Context: an optimization exercise on an open-source flow, tuned for small area, a short achievable clock period and few clock cycles per item. The choices shown serve that exercise and are no tape-out recipe.
Only simulation tests tie the RTL to the original design; equivalence was not proved.

==> flow/design.v, too long to show whole: its modules and the start of the top module <==
// module tile_secded_dec: 230 lines
// module tile_verify: 155 lines
// module tile_crc_beat: 1586 lines
module tile_verify (
    input  wire         clk,
    input  wire         rst,           
    input  wire         in_valid,
    output reg          in_ready,
    input  wire [287:0] in_data,       
    input  wire [15:0]  in_tile,       
    input  wire [7:0]   in_owner,      
    input  wire [71:0]  in_side,       
    output reg          res_valid,
    output reg          res_pass,
    output reg  [2:0]   res_cause,     
    output reg  [5:0]   res_ce,        
    output reg          out_valid,
    output wire [255:0] out_data
);
  // ...
==> flow/flow/run.sh <==
#!/bin/bash
# The standard layout, with the port buffers made of buf_2 cells instead of the
# delay buffers buffer_ports picks by itself. ORFS's step logs stay in orfs/logs/.
set -euo pipefail
bash standard.sh "BUFFER_PORTS_ARGS=-buffer_cell sky130_fd_sc_hd__buf_2" finish > standard.log 2>&1
==> flow/standard.sh <==
#!/bin/bash
# synth_recipe.tcl (not shown) runs the flow's synth.tcl, then flattens the netlist and writes it again
# the make line also repeats each setting of config.mk as NAME=value (left out here)
make -C /OpenROAD-flow-scripts/flow DESIGN_CONFIG=/design/flow/config.mk WORK_HOME=/design/flow/orfs CLKGATE_MAP_FILE= SYNTH_SCRIPT=/design/flow/synth_recipe.tcl "${@:-finish}"
==> flow/config.mk <==
export PLATFORM = sky130hd
export DESIGN_NAME = tile_verify
export DESIGN_NICKNAME = tile_verify
export VERILOG_FILES = /design/flow/design.v
export SDC_FILE = /design/flow/constraint.sdc
export NUM_CORES = 4
export LEC_CHECK = 0
export CAP_MARGIN = 20
export CORE_MARGIN = 2
export CORE_UTILIZATION = 40
export CTS_CLUSTER_DIAMETER = 100
export CTS_CLUSTER_SIZE = 28
export SLEW_MARGIN = 20
==> flow/constraint.sdc <==
create_clock -name core_clock -period 50.0 [get_ports {clk}]
set_input_delay 10.0000 -clock core_clock [delete_from_list [all_inputs] [get_ports {clk}]]
set_output_delay 10.0000 -clock core_clock [all_outputs]
set_load 0.01 [all_outputs]
==> results by group, run 1 <==
Synthesis
  – Synthesized instance count: 6358
  – Synth async-reset ratio: 0
  – Synth Area in Simple Gates: 0.04576

Setup path
  – Crit start category: flip-flop
  – Slowest stage delay, CP: 0.46 ns
  – R2R Setup Slk: 39.67 ns

Timing
  – Final setup fails: 0
  – Post-route minimum period: 11.44 ns
  – Setup Skew: 0.06177 ns

Run status
  – Outcome: no timing/DRC/antenna violations

Placement
  – Cells after DPL: 10040
  – DP Area: 97120 µm²

Layout
  – Layout Cells excl Fill: 10180
  – Seq area share: 0.5148
  – Area grow syn2layout: 13.40%
  – Max reg flops: 2048
  – Largest cell class by area: flip-flops and latches
  – Post-layout util: 0.4564

Detailed routing
  – DRT Pass-1 Iters: 5

Hold path
  – Hold_sp: ring[1][1]
  – Worst Hold Class: flip-flop to flip-flop

Run
  – Max cap viols: 0

Clock network
  – Clk Tree Root Cell: clkbuf_16
  – H-tree lvl count: 3

Global routing
  – Total GRT Usage: 0.3116
Testbench counts, summed over its fixed seeds: cycles 4,161, tiles 512.
==> inputs of run 2 (changes only) <==
==> flow/flow/run.sh (replaced) <==
#!/bin/bash
# The standard layout with two changes:
#  - synthesis is the standard one (flow/synth_top.tcl repeats synth_recipe.tcl),
#    followed by a technology map (flow/cell_map.v) that takes each logic cell
#    down to drive strength 1 and builds each 3-input XOR cell from two 2-input
#    XOR cells; the registers are not touched;
#  - the port buffers are buf_2 cells instead of the delay buffers that
#    buffer_ports picks by itself.
# make's output goes to standard.log; ORFS's step logs stay in orfs/logs/.
set -euo pipefail
export SPLIT_FLOW_DIR="$PWD/flow"
bash standard.sh "SYNTH_SCRIPT=$PWD/flow/synth_top.tcl" \
    "BUFFER_PORTS_ARGS=-buffer_cell sky130_fd_sc_hd__buf_2" finish > standard.log 2>&1
==> flow/flow/cell_map.v (new file) <==
// generated: drive-strength downsizing and 3-input XOR splitting
module sky130_fd_sc_hd__a211oi_2 (A1, A2, B1, C1, Y);
  input A1, A2, B1, C1;
  output Y;
  sky130_fd_sc_hd__a211oi_1 _d1_ (.A1(A1), .A2(A2), .B1(B1), .C1(C1), .Y(Y));
endmodule
module sky130_fd_sc_hd__a211oi_4 (A1, A2, B1, C1, Y);
  input A1, A2, B1, C1;
  output Y;
  sky130_fd_sc_hd__a211oi_1 _d1_ (.A1(A1), .A2(A2), .B1(B1), .C1(C1), .Y(Y));
endmodule
module sky130_fd_sc_hd__a21o_2 (A1, A2, B1, X);
  input A1, A2, B1;
  output X;
  sky130_fd_sc_hd__a21o_1 _d1_ (.A1(A1), .A2(A2), .B1(B1), .X(X));
endmodule
module sky130_fd_sc_hd__a21o_4 (A1, A2, B1, X);
  input A1, A2, B1;
  output X;
  sky130_fd_sc_hd__a21o_1 _d1_ (.A1(A1), .A2(A2), .B1(B1), .X(X));
endmodule
module sky130_fd_sc_hd__a21oi_2 (A1, A2, B1, Y);
  input A1, A2, B1;
  output Y;
  sky130_fd_sc_hd__a21oi_1 _d1_ (.A1(A1), .A2(A2), .B1(B1), .Y(Y));
endmodule
module sky130_fd_sc_hd__a21oi_4 (A1, A2, B1, Y);
  input A1, A2, B1;
  output Y;
  sky130_fd_sc_hd__a21oi_1 _d1_ (.A1(A1), .A2(A2), .B1(B1), .Y(Y));
endmodule
module sky130_fd_sc_hd__a221oi_2 (A1, A2, B1, B2, C1, Y);
  input A1, A2, B1, B2, C1;
  output Y;
  sky130_fd_sc_hd__a221oi_1 _d1_ (.A1(A1), .A2(A2), .B1(B1), .B2(B2), .C1(C1), .Y(Y));
endmodule
module sky130_fd_sc_hd__a221oi_4 (A1, A2, B1, B2, C1, Y);
  input A1, A2, B1, B2, C1;
  output Y;
  sky130_fd_sc_hd__a221oi_1 _d1_ (.A1(A1), .A2(A2), .B1(B1), .B2(B2), .C1(C1), .Y(Y));
endmodule
module sky130_fd_sc_hd__a22oi_2 (A1, A2, B1, B2, Y);
  input A1, A2, B1, B2;
  output Y;
  sky130_fd_sc_hd__a22oi_1 _d1_ (.A1(A1), .A2(A2), .B1(B1), .B2(B2), .Y(Y));
endmodule
module sky130_fd_sc_hd__a22oi_4 (A1, A2, B1, B2, Y);
  input A1, A2, B1, B2;
  output Y;
  sky130_fd_sc_hd__a22oi_1 _d1_ (.A1(A1), .A2(A2), .B1(B1), .B2(B2), .Y(Y));
endmodule
module sky130_fd_sc_hd__a2bb2oi_2 (A1_N, A2_N, B1, B2, Y);
  input A1_N, A2_N, B1, B2;
  output Y;
  sky130_fd_sc_hd__a2bb2oi_1 _d1_ (.A1_N(A1_N), .A2_N(A2_N), .B1(B1), .B2(B2), .Y(Y));
endmodule
module sky130_fd_sc_hd__a2bb2oi_4 (A1_N, A2_N, B1, B2, Y);
  input A1_N, A2_N, B1, B2;
  output Y;
  sky130_fd_sc_hd__a2bb2oi_1 _d1_ (.A1_N(A1_N), .A2_N(A2_N), .B1(B1), .B2(B2), .Y(Y));
endmodule
module sky130_fd_sc_hd__a311oi_2 (A1, A2, A3, B1, C1, Y);
  input A1, A2, A3, B1, C1;
  output Y;
  sky130_fd_sc_hd__a311oi_1 _d1_ (.A1(A1), .A2(A2), .A3(A3), .B1(B1), .C1(C1), .Y(Y));
endmodule
module sky130_fd_sc_hd__a311oi_4 (A1, A2, A3, B1, C1, Y);
  input A1, A2, A3, B1, C1;
  output Y;
  sky130_fd_sc_hd__a311oi_1 _d1_ (.A1(A1), .A2(A2), .A3(A3), .B1(B1), .C1(C1), .Y(Y));
endmodule
module sky130_fd_sc_hd__a31oi_2 (A1, A2, A3, B1, Y);
  input A1, A2, A3, B1;
  output Y;
  sky130_fd_sc_hd__a31oi_1 _d1_ (.A1(A1), .A2(A2), .A3(A3), .B1(B1), .Y(Y));
endmodule
module sky130_fd_sc_hd__a31oi_4 (A1, A2, A3, B1, Y);
  input A1, A2, A3, B1;
  output Y;
  sky130_fd_sc_hd__a31oi_1 _d1_ (.A1(A1), .A2(A2), .A3(A3), .B1(B1), .Y(Y));
endmodule
module sky130_fd_sc_hd__a32oi_2 (A1, A2, A3, B1, B2, Y);
  input A1, A2, A3, B1, B2;
  output Y;
  sky130_fd_sc_hd__a32oi_1 _d1_ (.A1(A1), .A2(A2), .A3(A3), .B1(B1), .B2(B2), .Y(Y));
endmodule
module sky130_fd_sc_hd__a32oi_4 (A1, A2, A3, B1, B2, Y);
  input A1, A2, A3, B1, B2;
  output Y;
  sky130_fd_sc_hd__a32oi_1 _d1_ (.A1(A1), .A2(A2), .A3(A3), .B1(B1), .B2(B2), .Y(Y));
endmodule
module sky130_fd_sc_hd__and2_2 (A, B, X);
  input A, B;
  output X;
  sky130_fd_sc_hd__and2_1 _d1_ (.A(A), .B(B), .X(X));
endmodule
module sky130_fd_sc_hd__and2_4 (A, B, X);
  input A, B;
  output X;
  sky130_fd_sc_hd__and2_1 _d1_ (.A(A), .B(B), .X(X));
endmodule
module sky130_fd_sc_hd__and3_2 (A, B, C, X);
  input A, B, C;
  output X;
  sky130_fd_sc_hd__and3_1 _d1_ (.A(A), .B(B), .C(C), .X(X));
endmodule
module sky130_fd_sc_hd__and3_4 (A, B, C, X);
  input A, B, C;
  output X;
  sky130_fd_sc_hd__and3_1 _d1_ (.A(A), .B(B), .C(C), .X(X));
endmodule
module sky130_fd_sc_hd__and4_2 (A, B, C, D, X);
  input A, B, C, D;
  output X;
  sky130_fd_sc_hd__and4_1 _d1_ (.A(A), .B(B), .C(C), .D(D), .X(X));
endmodule
module sky130_fd_sc_hd__and4_4 (A, B, C, D, X);
  input A, B, C, D;
  output X;
  sky130_fd_sc_hd__and4_1 _d1_ (.A(A), .B(B), .C(C), .D(D), .X(X));
endmodule
module sky130_fd_sc_hd__buf_12 (A, X);
  input A;
  output X;
  sky130_fd_sc_hd__buf_1 _d1_ (.A(A), .X(X));
endmodule
module sky130_fd_sc_hd__buf_16 (A, X);
  input A;
  output X;
  sky130_fd_sc_hd__buf_1 _d1_ (.A(A), .X(X));
endmodule
module sky130_fd_sc_hd__buf_2 (A, X);
  input A;
  output X;
  sky130_fd_sc_hd__buf_1 _d1_ (.A(A), .X(X));
endmodule
module sky130_fd_sc_hd__buf_4 (A, X);
  input A;
  output X;
  sky130_fd_sc_hd__buf_1 _d1_ (.A(A), .X(X));
endmodule
module sky130_fd_sc_hd__buf_6 (A, X);
  input A;
  output X;
  sky130_fd_sc_hd__buf_1 _d1_ (.A(A), .X(X));
endmodule
module sky130_fd_sc_hd__buf_8 (A, X);
  input A;
  output X;
  sky130_fd_sc_hd__buf_1 _d1_ (.A(A), .X(X));
endmodule
module sky130_fd_sc_hd__inv_12 (A, Y);
  input A;
  output Y;
  sky130_fd_sc_hd__inv_1 _d1_ (.A(A), .Y(Y));
endmodule
module sky130_fd_sc_hd__inv_16 (A, Y);
  input A;
  output Y;
  sky130_fd_sc_hd__inv_1 _d1_ (.A(A), .Y(Y));
endmodule
module sky130_fd_sc_hd__inv_2 (A, Y);
  input A;
  output Y;
  sky130_fd_sc_hd__inv_1 _d1_ (.A(A), .Y(Y));
endmodule
module sky130_fd_sc_hd__inv_4 (A, Y);
  input A;
  output Y;
  sky130_fd_sc_hd__inv_1 _d1_ (.A(A), .Y(Y));
endmodule
module sky130_fd_sc_hd__inv_6 (A, Y);
  input A;
  output Y;
  sky130_fd_sc_hd__inv_1 _d1_ (.A(A), .Y(Y));
endmodule
module sky130_fd_sc_hd__inv_8 (A, Y);
  input A;
  output Y;
  sky130_fd_sc_hd__inv_1 _d1_ (.A(A), .Y(Y));
endmodule
module sky130_fd_sc_hd__mux2_2 (A0, A1, S, X);
  input A0, A1, S;
  output X;
  sky130_fd_sc_hd__mux2_1 _d1_ (.A0(A0), .A1(A1), .S(S), .X(X));
endmodule
module sky130_fd_sc_hd__mux2_4 (A0, A1, S, X);
  input A0, A1, S;
  output X;
  sky130_fd_sc_hd__mux2_1 _d1_ (.A0(A0), .A1(A1), .S(S), .X(X));
endmodule
module sky130_fd_sc_hd__mux2_8 (A0, A1, S, X);
  input A0, A1, S;
  output X;
  sky130_fd_sc_hd__mux2_1 _d1_ (.A0(A0), .A1(A1), .S(S), .X(X));
endmodule
module sky130_fd_sc_hd__mux2i_2 (A0, A1, S, Y);
  input A0, A1, S;
  output Y;
  sky130_fd_sc_hd__mux2i_1 _d1_ (.A0(A0), .A1(A1), .S(S), .Y(Y));
endmodule
module sky130_fd_sc_hd__mux2i_4 (A0, A1, S, Y);
  input A0, A1, S;
  output Y;
  sky130_fd_sc_hd__mux2i_1 _d1_ (.A0(A0), .A1(A1), .S(S), .Y(Y));
endmodule
module sky130_fd_sc_hd__nand2_2 (A, B, Y);
  input A, B;
  output Y;
  sky130_fd_sc_hd__nand2_1 _d1_ (.A(A), .B(B), .Y(Y));
endmodule
module sky130_fd_sc_hd__nand2_4 (A, B, Y);
  input A, B;
  output Y;
  sky130_fd_sc_hd__nand2_1 _d1_ (.A(A), .B(B), .Y(Y));
endmodule
module sky130_fd_sc_hd__nand2_8 (A, B, Y);
  input A, B;
  output Y;
  sky130_fd_sc_hd__nand2_1 _d1_ (.A(A), .B(B), .Y(Y));
endmodule
module sky130_fd_sc_hd__nand2b_2 (A_N, B, Y);
  input A_N, B;
  output Y;
  sky130_fd_sc_hd__nand2b_1 _d1_ (.A_N(A_N), .B(B), .Y(Y));
endmodule
module sky130_fd_sc_hd__nand2b_4 (A_N, B, Y);
  input A_N, B;
  output Y;
  sky130_fd_sc_hd__nand2b_1 _d1_ (.A_N(A_N), .B(B), .Y(Y));
endmodule
module sky130_fd_sc_hd__nand3_2 (A, B, C, Y);
  input A, B, C;
  output Y;
  sky130_fd_sc_hd__nand3_1 _d1_ (.A(A), .B(B), .C(C), .Y(Y));
endmodule
module sky130_fd_sc_hd__nand3_4 (A, B, C, Y);
  input A, B, C;
  output Y;
  sky130_fd_sc_hd__nand3_1 _d1_ (.A(A), .B(B), .C(C), .Y(Y));
endmodule
module sky130_fd_sc_hd__nand4_2 (A, B, C, D, Y);
  input A, B, C, D;
  output Y;
  sky130_fd_sc_hd__nand4_1 _d1_ (.A(A), .B(B), .C(C), .D(D), .Y(Y));
endmodule
module sky130_fd_sc_hd__nand4_4 (A, B, C, D, Y);
  input A, B, C, D;
  output Y;
  sky130_fd_sc_hd__nand4_1 _d1_ (.A(A), .B(B), .C(C), .D(D), .Y(Y));
endmodule
module sky130_fd_sc_hd__nor2_2 (A, B, Y);
  input A, B;
  output Y;
  sky130_fd_sc_hd__nor2_1 _d1_ (.A(A), .B(B), .Y(Y));
endmodule
module sky130_fd_sc_hd__nor2_4 (A, B, Y);
  input A, B;
  output Y;
  sky130_fd_sc_hd__nor2_1 _d1_ (.A(A), .B(B), .Y(Y));
endmodule
module sky130_fd_sc_hd__nor2_8 (A, B, Y);
  input A, B;
  output Y;
  sky130_fd_sc_hd__nor2_1 _d1_ (.A(A), .B(B), .Y(Y));
endmodule
module sky130_fd_sc_hd__nor2b_2 (A, B_N, Y);
  input A, B_N;
  output Y;
  sky130_fd_sc_hd__nor2b_1 _d1_ (.A(A), .B_N(B_N), .Y(Y));
endmodule
module sky130_fd_sc_hd__nor2b_4 (A, B_N, Y);
  input A, B_N;
  output Y;
  sky130_fd_sc_hd__nor2b_1 _d1_ (.A(A), .B_N(B_N), .Y(Y));
endmodule
module sky130_fd_sc_hd__nor3_2 (A, B, C, Y);
  input A, B, C;
  output Y;
  sky130_fd_sc_hd__nor3_1 _d1_ (.A(A), .B(B), .C(C), .Y(Y));
endmodule
module sky130_fd_sc_hd__nor3_4 (A, B, C, Y);
  input A, B, C;
  output Y;
  sky130_fd_sc_hd__nor3_1 _d1_ (.A(A), .B(B), .C(C), .Y(Y));
endmodule
module sky130_fd_sc_hd__nor4_2 (A, B, C, D, Y);
  input A, B, C, D;
  output Y;
  sky130_fd_sc_hd__nor4_1 _d1_ (.A(A), .B(B), .C(C), .D(D), .Y(Y));
endmodule
module sky130_fd_sc_hd__nor4_4 (A, B, C, D, Y);
  input A, B, C, D;
  output Y;
  sky130_fd_sc_hd__nor4_1 _d1_ (.A(A), .B(B), .C(C), .D(D), .Y(Y));
endmodule
module sky130_fd_sc_hd__o211ai_2 (A1, A2, B1, C1, Y);
  input A1, A2, B1, C1;
  output Y;
  sky130_fd_sc_hd__o211ai_1 _d1_ (.A1(A1), .A2(A2), .B1(B1), .C1(C1), .Y(Y));
endmodule
module sky130_fd_sc_hd__o211ai_4 (A1, A2, B1, C1, Y);
  input A1, A2, B1, C1;
  output Y;
  sky130_fd_sc_hd__o211ai_1 _d1_ (.A1(A1), .A2(A2), .B1(B1), .C1(C1), .Y(Y));
endmodule
module sky130_fd_sc_hd__o21a_2 (A1, A2, B1, X);
  input A1, A2, B1;
  output X;
  sky130_fd_sc_hd__o21a_1 _d1_ (.A1(A1), .A2(A2), .B1(B1), .X(X));
endmodule
module sky130_fd_sc_hd__o21a_4 (A1, A2, B1, X);
  input A1, A2, B1;
  output X;
  sky130_fd_sc_hd__o21a_1 _d1_ (.A1(A1), .A2(A2), .B1(B1), .X(X));
endmodule
module sky130_fd_sc_hd__o21ai_2 (A1, A2, B1, Y);
  input A1, A2, B1;
  output Y;
  sky130_fd_sc_hd__o21ai_1 _d1_ (.A1(A1), .A2(A2), .B1(B1), .Y(Y));
endmodule
module sky130_fd_sc_hd__o21ai_4 (A1, A2, B1, Y);
  input A1, A2, B1;
  output Y;
  sky130_fd_sc_hd__o21ai_1 _d1_ (.A1(A1), .A2(A2), .B1(B1), .Y(Y));
endmodule
module sky130_fd_sc_hd__o221ai_2 (A1, A2, B1, B2, C1, Y);
  input A1, A2, B1, B2, C1;
  output Y;
  sky130_fd_sc_hd__o221ai_1 _d1_ (.A1(A1), .A2(A2), .B1(B1), .B2(B2), .C1(C1), .Y(Y));
endmodule
module sky130_fd_sc_hd__o221ai_4 (A1, A2, B1, B2, C1, Y);
  input A1, A2, B1, B2, C1;
  output Y;
  sky130_fd_sc_hd__o221ai_1 _d1_ (.A1(A1), .A2(A2), .B1(B1), .B2(B2), .C1(C1), .Y(Y));
endmodule
module sky130_fd_sc_hd__o22ai_2 (A1, A2, B1, B2, Y);
  input A1, A2, B1, B2;
  output Y;
  sky130_fd_sc_hd__o22ai_1 _d1_ (.A1(A1), .A2(A2), .B1(B1), .B2(B2), .Y(Y));
endmodule
module sky130_fd_sc_hd__o22ai_4 (A1, A2, B1, B2, Y);
  input A1, A2, B1, B2;
  output Y;
  sky130_fd_sc_hd__o22ai_1 _d1_ (.A1(A1), .A2(A2), .B1(B1), .B2(B2), .Y(Y));
endmodule
module sky130_fd_sc_hd__o2bb2ai_2 (A1_N, A2_N, B1, B2, Y);
  input A1_N, A2_N, B1, B2;
  output Y;
  sky130_fd_sc_hd__o2bb2ai_1 _d1_ (.A1_N(A1_N), .A2_N(A2_N), .B1(B1), .B2(B2), .Y(Y));
endmodule
module sky130_fd_sc_hd__o2bb2ai_4 (A1_N, A2_N, B1, B2, Y);
  input A1_N, A2_N, B1, B2;
  output Y;
  sky130_fd_sc_hd__o2bb2ai_1 _d1_ (.A1_N(A1_N), .A2_N(A2_N), .B1(B1), .B2(B2), .Y(Y));
endmodule
module sky130_fd_sc_hd__o311ai_2 (A1, A2, A3, B1, C1, Y);
  input A1, A2, A3, B1, C1;
  output Y;
  sky130_fd_sc_hd__o311ai_1 _d1_ (.A1(A1), .A2(A2), .A3(A3), .B1(B1), .C1(C1), .Y(Y));
endmodule
module sky130_fd_sc_hd__o311ai_4 (A1, A2, A3, B1, C1, Y);
  input A1, A2, A3, B1, C1;
  output Y;
  sky130_fd_sc_hd__o311ai_1 _d1_ (.A1(A1), .A2(A2), .A3(A3), .B1(B1), .C1(C1), .Y(Y));
endmodule
module sky130_fd_sc_hd__o31ai_2 (A1, A2, A3, B1, Y);
  input A1, A2, A3, B1;
  output Y;
  sky130_fd_sc_hd__o31ai_1 _d1_ (.A1(A1), .A2(A2), .A3(A3), .B1(B1), .Y(Y));
endmodule
module sky130_fd_sc_hd__o31ai_4 (A1, A2, A3, B1, Y);
  input A1, A2, A3, B1;
  output Y;
  sky130_fd_sc_hd__o31ai_1 _d1_ (.A1(A1), .A2(A2), .A3(A3), .B1(B1), .Y(Y));
endmodule
module sky130_fd_sc_hd__or2_2 (A, B, X);
  input A, B;
  output X;
  sky130_fd_sc_hd__or2_1 _d1_ (.A(A), .B(B), .X(X));
endmodule
module sky130_fd_sc_hd__or2_4 (A, B, X);
  input A, B;
  output X;
  sky130_fd_sc_hd__or2_1 _d1_ (.A(A), .B(B), .X(X));
endmodule
module sky130_fd_sc_hd__or3_2 (A, B, C, X);
  input A, B, C;
  output X;
  sky130_fd_sc_hd__or3_1 _d1_ (.A(A), .B(B), .C(C), .X(X));
endmodule
module sky130_fd_sc_hd__or3_4 (A, B, C, X);
  input A, B, C;
  output X;
  sky130_fd_sc_hd__or3_1 _d1_ (.A(A), .B(B), .C(C), .X(X));
endmodule
module sky130_fd_sc_hd__or4_2 (A, B, C, D, X);
  input A, B, C, D;
  output X;
  sky130_fd_sc_hd__or4_1 _d1_ (.A(A), .B(B), .C(C), .D(D), .X(X));
endmodule
module sky130_fd_sc_hd__or4_4 (A, B, C, D, X);
  input A, B, C, D;
  output X;
  sky130_fd_sc_hd__or4_1 _d1_ (.A(A), .B(B), .C(C), .D(D), .X(X));
endmodule
module sky130_fd_sc_hd__xnor2_2 (A, B, Y);
  input A, B;
  output Y;
  sky130_fd_sc_hd__xnor2_1 _d1_ (.A(A), .B(B), .Y(Y));
endmodule
module sky130_fd_sc_hd__xnor2_4 (A, B, Y);
  input A, B;
  output Y;
  sky130_fd_sc_hd__xnor2_1 _d1_ (.A(A), .B(B), .Y(Y));
endmodule
module sky130_fd_sc_hd__xnor3_2 (A, B, C, X);
  input A, B, C;
  output X;
  sky130_fd_sc_hd__xnor3_1 _d1_ (.A(A), .B(B), .C(C), .X(X));
endmodule
module sky130_fd_sc_hd__xnor3_4 (A, B, C, X);
  input A, B, C;
  output X;
  sky130_fd_sc_hd__xnor3_1 _d1_ (.A(A), .B(B), .C(C), .X(X));
endmodule
module sky130_fd_sc_hd__xor2_2 (A, B, X);
  input A, B;
  output X;
  sky130_fd_sc_hd__xor2_1 _d1_ (.A(A), .B(B), .X(X));
endmodule
module sky130_fd_sc_hd__xor2_4 (A, B, X);
  input A, B;
  output X;
  sky130_fd_sc_hd__xor2_1 _d1_ (.A(A), .B(B), .X(X));
endmodule
module sky130_fd_sc_hd__xor3_2 (A, B, C, X);
  input A, B, C;
  output X;
  sky130_fd_sc_hd__xor3_1 _d1_ (.A(A), .B(B), .C(C), .X(X));
endmodule
module sky130_fd_sc_hd__xor3_4 (A, B, C, X);
  input A, B, C;
  output X;
  sky130_fd_sc_hd__xor3_1 _d1_ (.A(A), .B(B), .C(C), .X(X));
endmodule
module sky130_fd_sc_hd__xnor3_1 (A, B, C, X);
  input A, B, C;
  output X;
  wire w;
  sky130_fd_sc_hd__xor2_1 _s1_ (.A(A), .B(B), .X(w));
  sky130_fd_sc_hd__xnor2_1 _s2_ (.A(w), .B(C), .Y(X));
endmodule
module sky130_fd_sc_hd__xor3_1 (A, B, C, X);
  input A, B, C;
  output X;
  wire w;
  sky130_fd_sc_hd__xor2_1 _s1_ (.A(A), .B(B), .X(w));
  sky130_fd_sc_hd__xor2_1 _s2_ (.A(w), .B(C), .X(X));
endmodule
==> flow/flow/synth_top.tcl (new file) <==
proc synth {args} { yosys synth -nofsm -noshare {*}$args }
source $::env(SCRIPTS_DIR)/synth.tcl
# left out here: clear keep_hierarchy, flatten, clean up, hide names made inside functions
# Beyond the standard synthesis: take every logic cell down to its smallest
# drive strength (placement's repair sizes up what needs it) and build each
# 3-input XOR from two 2-input XORs. Registers are not touched.
techmap -map $::env(SPLIT_FLOW_DIR)/cell_map.v
# left out here: clean up, write 1_2_yosys.v
==> results by group, run 2 <==
Run status
  – Outcome: no timing/DRC/antenna violations

Timing
  – Fmax: 87.65 MHz
  – Setup Skew: 0.06289 ns (+0.001115 ns)
  – Final setup TNS: 0 ns
  – RSZ-0062 raised after global routing: false
  – Post-route minimum period: 11.41 ns (-0.03040 ns)
  – Rel. slew slack: 0.1450
  – Measured slew at the worst slew-check pin: 1.273 ns
  – Period utilisation layout: 0.2282
  – Fin. Hold Viols: 0
  – Final setup fails: 0 (unchanged)
  – Max-slew violations: 0

Placement
  – Detail Placement HPWL: 288.2 mm
  – Final GP Congestion: 1.032
  – IO Port Bufs: 655

Global routing
  – Vias in the first global route: 49500
  – GR Overflow Total: 0
  – First-pass GRT wire length: 450.3 mm
  – Largest net degree at the start of global routing: 85
  – Total GRT Usage: 0.3138 (+0.002197)
  – Initial antenna violation count: 65

Layout
  – Post-layout util: 0.4636 (+0.007184)
  – NumNets Final: 8206
  – Most frequent cells in the layout: 2417 x dfxtp_1, 1714 x xnor2_1, 1097 x xor2_1
  – Share of cells above drive strength 1: 0.1547
  – Area grow syn2layout: 15.03%
  – Leading cell type in the layout, fill and taps excluded: dfxtp_1
  – Biggest regs: ring x2048, in_q x288, side_in x72
  – Largest Register: ring
  – Max reg flops: 2048 (unchanged)

Detailed routing
  – Via count: 50860
  – 1st-iter DRT viols: 4488
  – Detail Route Antenna Nets: 0
  – DRT Wirelength: 345.8 mm
  – Via density: 4.766
  – Residual DRC count: 0
  – DRT Pass-1 Iters: 5 (unchanged)
  – Drt wl/cell: 32.41 µm

Hold path
  – Worst Hold Class: flip-flop to flip-flop
  – Hold_sp: ring[1][205]
  – Hold EP: ring[2][205]
  – Number of cells on the worst hold path: 0

Die
  – Area of the core: 210000 µm²
  – Num rows: 168
  – Die ar.: 215300 µm²
  – Top-Level Pins: 656
  – Die width: 464.0 µm
  – Die Y: 464.0 µm
  – Initial core utilization: 0.4030

Setup path
  – Crit. End Element: primary output
  – FF-to-FF Start: in_q[256]
  – CP arrival: 1.41 ns
  – Slowest-stage cell, CP: dfxtp_1
  – Crit Path Category: flip-flop to primary output
  – Worst R2R Path Depth: 27
  – Worst path bufs/invs: 1
  – Crit start category: flip-flop
  – CP required: 40.00 ns
  – Critical path cell sequence: buf_2
  – FF-to-FF End: out_valid
  – Slowest stage delay, CP: 0.41 ns (-0.05 ns)
  – Critical Path Fanout Max: 2
  – CP top delay family: flip-flops
  – R2R Setup Slk: 39.87 ns (+0.20 ns)

Clock network
  – TritonCTS clock tree: done
  – Clock buffer depth: 3
  – Post-CTS Setup Inserts: 0
  – Total CTS buffers: 109
  – Worst-path clk slew: 0.10 ns
  – Hold buffer count at CTS: 0
  – Clock sinks: 2525
  – H-tree lvl count: 3 (unchanged)
  – CTS-repair resized insts: 0
  – Clock latency (worst-skew pair): 0.84 ns
  – Clk Tree Root Cell: clkbuf_16

Synthesis
  – Syn Std Cell Area: 84630 µm²
  – Synthesized instance count: 6925 (+8.9%)
  – Yosys Warn Count: 2
  – Avg Cell Area, Syn: 12.22 µm²
  – Mapped Nets: 7324

Run
  – Max cap viols: 0 (unchanged)
[run 2: cell count changes in the layout (fill, tap and decap cells not counted), moves of 9 or more]
cell	previous run	this run
xnor2_1	1186	1714
or2_2	9	0
xnor2_2	97	83
xnor3_1	497	0
nor4_1	39	51
buf_4	224	273
or2_1	1	11
nor3_2	9	0
xnor3_2	11	0
diode_2	12	31
xor3_1	57	0
xor2_1	475	1097
nor3_1	57	66
[run 2: final cells by class]
class	count	area, µm²
fill	19270	112600
sequential	2525	51620
multi-input combinational	4219	33450
timing repair buffer	931	5381
tap	2805	3510
clock buffer	117	2800
clock inverter	23	421.7
inverter	21	78.83
antenna	31	77.57
[run 2: worst register-to-register path: stages (launching register included)]
cell       delay, ns
dfxtp_1         0.56
xor2_1          0.32
xnor2_1         0.25
xnor2_1         0.22
xnor2_1         0.59
xor2_1          0.20
xnor2_1         0.19
xnor2_1         0.52
mux2_1          0.63
nor3_1          0.53
xor2_1          0.15
xnor2_1         0.84
xor2_1          0.17
xnor2_1         0.80
xor2_1          0.56
xor2_1          0.16
xnor2_1         0.45
xor2_1          0.23
xnor2_1         0.11
xor2_1          0.15
xnor2_1         0.59
xor2_1          0.23
xor2_1          0.15
o2111ai_1       0.13
nor4_1          0.28
nand4_1         0.22
or4_1           0.66
a21oi_1         0.18
[run 2: per-stage QoR]
stage | instances | hold WS (ns) | area [µm²] | worst slack (ns)
floorplan | 6925 | 0.3096 | 84630 | 38.67
global placement | 10500 | 0.3095 | 93830 | 38.41
detailed placement | 10500 | 0.3121 | 93950 | 38.35
CTS | 10640 | 0.3133 | 97170 | 38.51
global route | 10650 | 0.3172 | 97300 | 38.54
finish | 10670 | 0.3081 | 97340 | 38.59
[run 2: metal layers]
layer / routed length [µm] / up-vias / GRT usage / share of wire
li1: - / 23590 / - / -
met1: 157200 / 25020 / 0.4327 / 0.45
met2: 150900 / 1694 / 0.4819 / 0.44
met3: 21300 / 492 / 0.06257 / 0.062
met4: 16090 / 72 / 0.1239 / 0.047
met5: 440 / - / 0 / 0.0013
[run 2: worst max path at each step]
| stage | start | depth (start not counted) | to | slack, ns |
|---|---|---|---|---|
| 5_1_grt | ring[7][46] | 1 | out_data[46] | 38.54 |
| 6_report | ring[7][180] | 1 | out_data[180] | 38.59 |
| 4_1_cts | ring[7][180] | 1 | out_data[180] | 38.51 |
| 3_3_place_gp | rst | 3 | owner_q[3] | 38.41 |
| 3_5_place_dp | rst | 3 | owner_q[2] | 38.35 |
| 2_1_floorplan | rst | 3 | owner_q[0] | 38.67 |

afterwards: timing with drivers on the ports:
The flow's constraints put no driver on any port. The routed layouts listed below were extracted and timed again, unchanged, in two steps. Step 1 (the two cells are an assumption about what drives the block):
set clk [get_ports {clk}]
set_driving_cell -lib_cell sky130_fd_sc_hd__clkbuf_16 $clk
set_driving_cell -lib_cell sky130_fd_sc_hd__buf_2 [delete_from_list [all_inputs] $clk]
Step 2, shift: input delay + t, output delay - t, t = (earliest + latest rising clock arrival at the registers) / 2. This alone moves slack from input paths to output paths. Slacks: ideal / step 1 / step 2; pairs: ideal / step 1.
| run | shift t [ns] | slack for setup (ns) | hold slack, ns | clock arrival spread, ns | cell pins on the clock port's net |
|---|---|---|---|---|---|
| run 1 | 0.879 | 38.561 / 38.470 / 38.451 | 0.286 / 0.286 / 0.286 | 0.081 / 0.082 | 1 |
| run 2 | 0.906 | 38.591 / 38.492 / 38.686 | 0.308 / 0.308 / 0.308 | 0.065 / 0.066 | 1 |
After both steps every run listed still meets setup and hold. For run 1, which loses most, drivers alone change the setup slack by -0.091 ns; drivers and shift together by -0.110 ns.
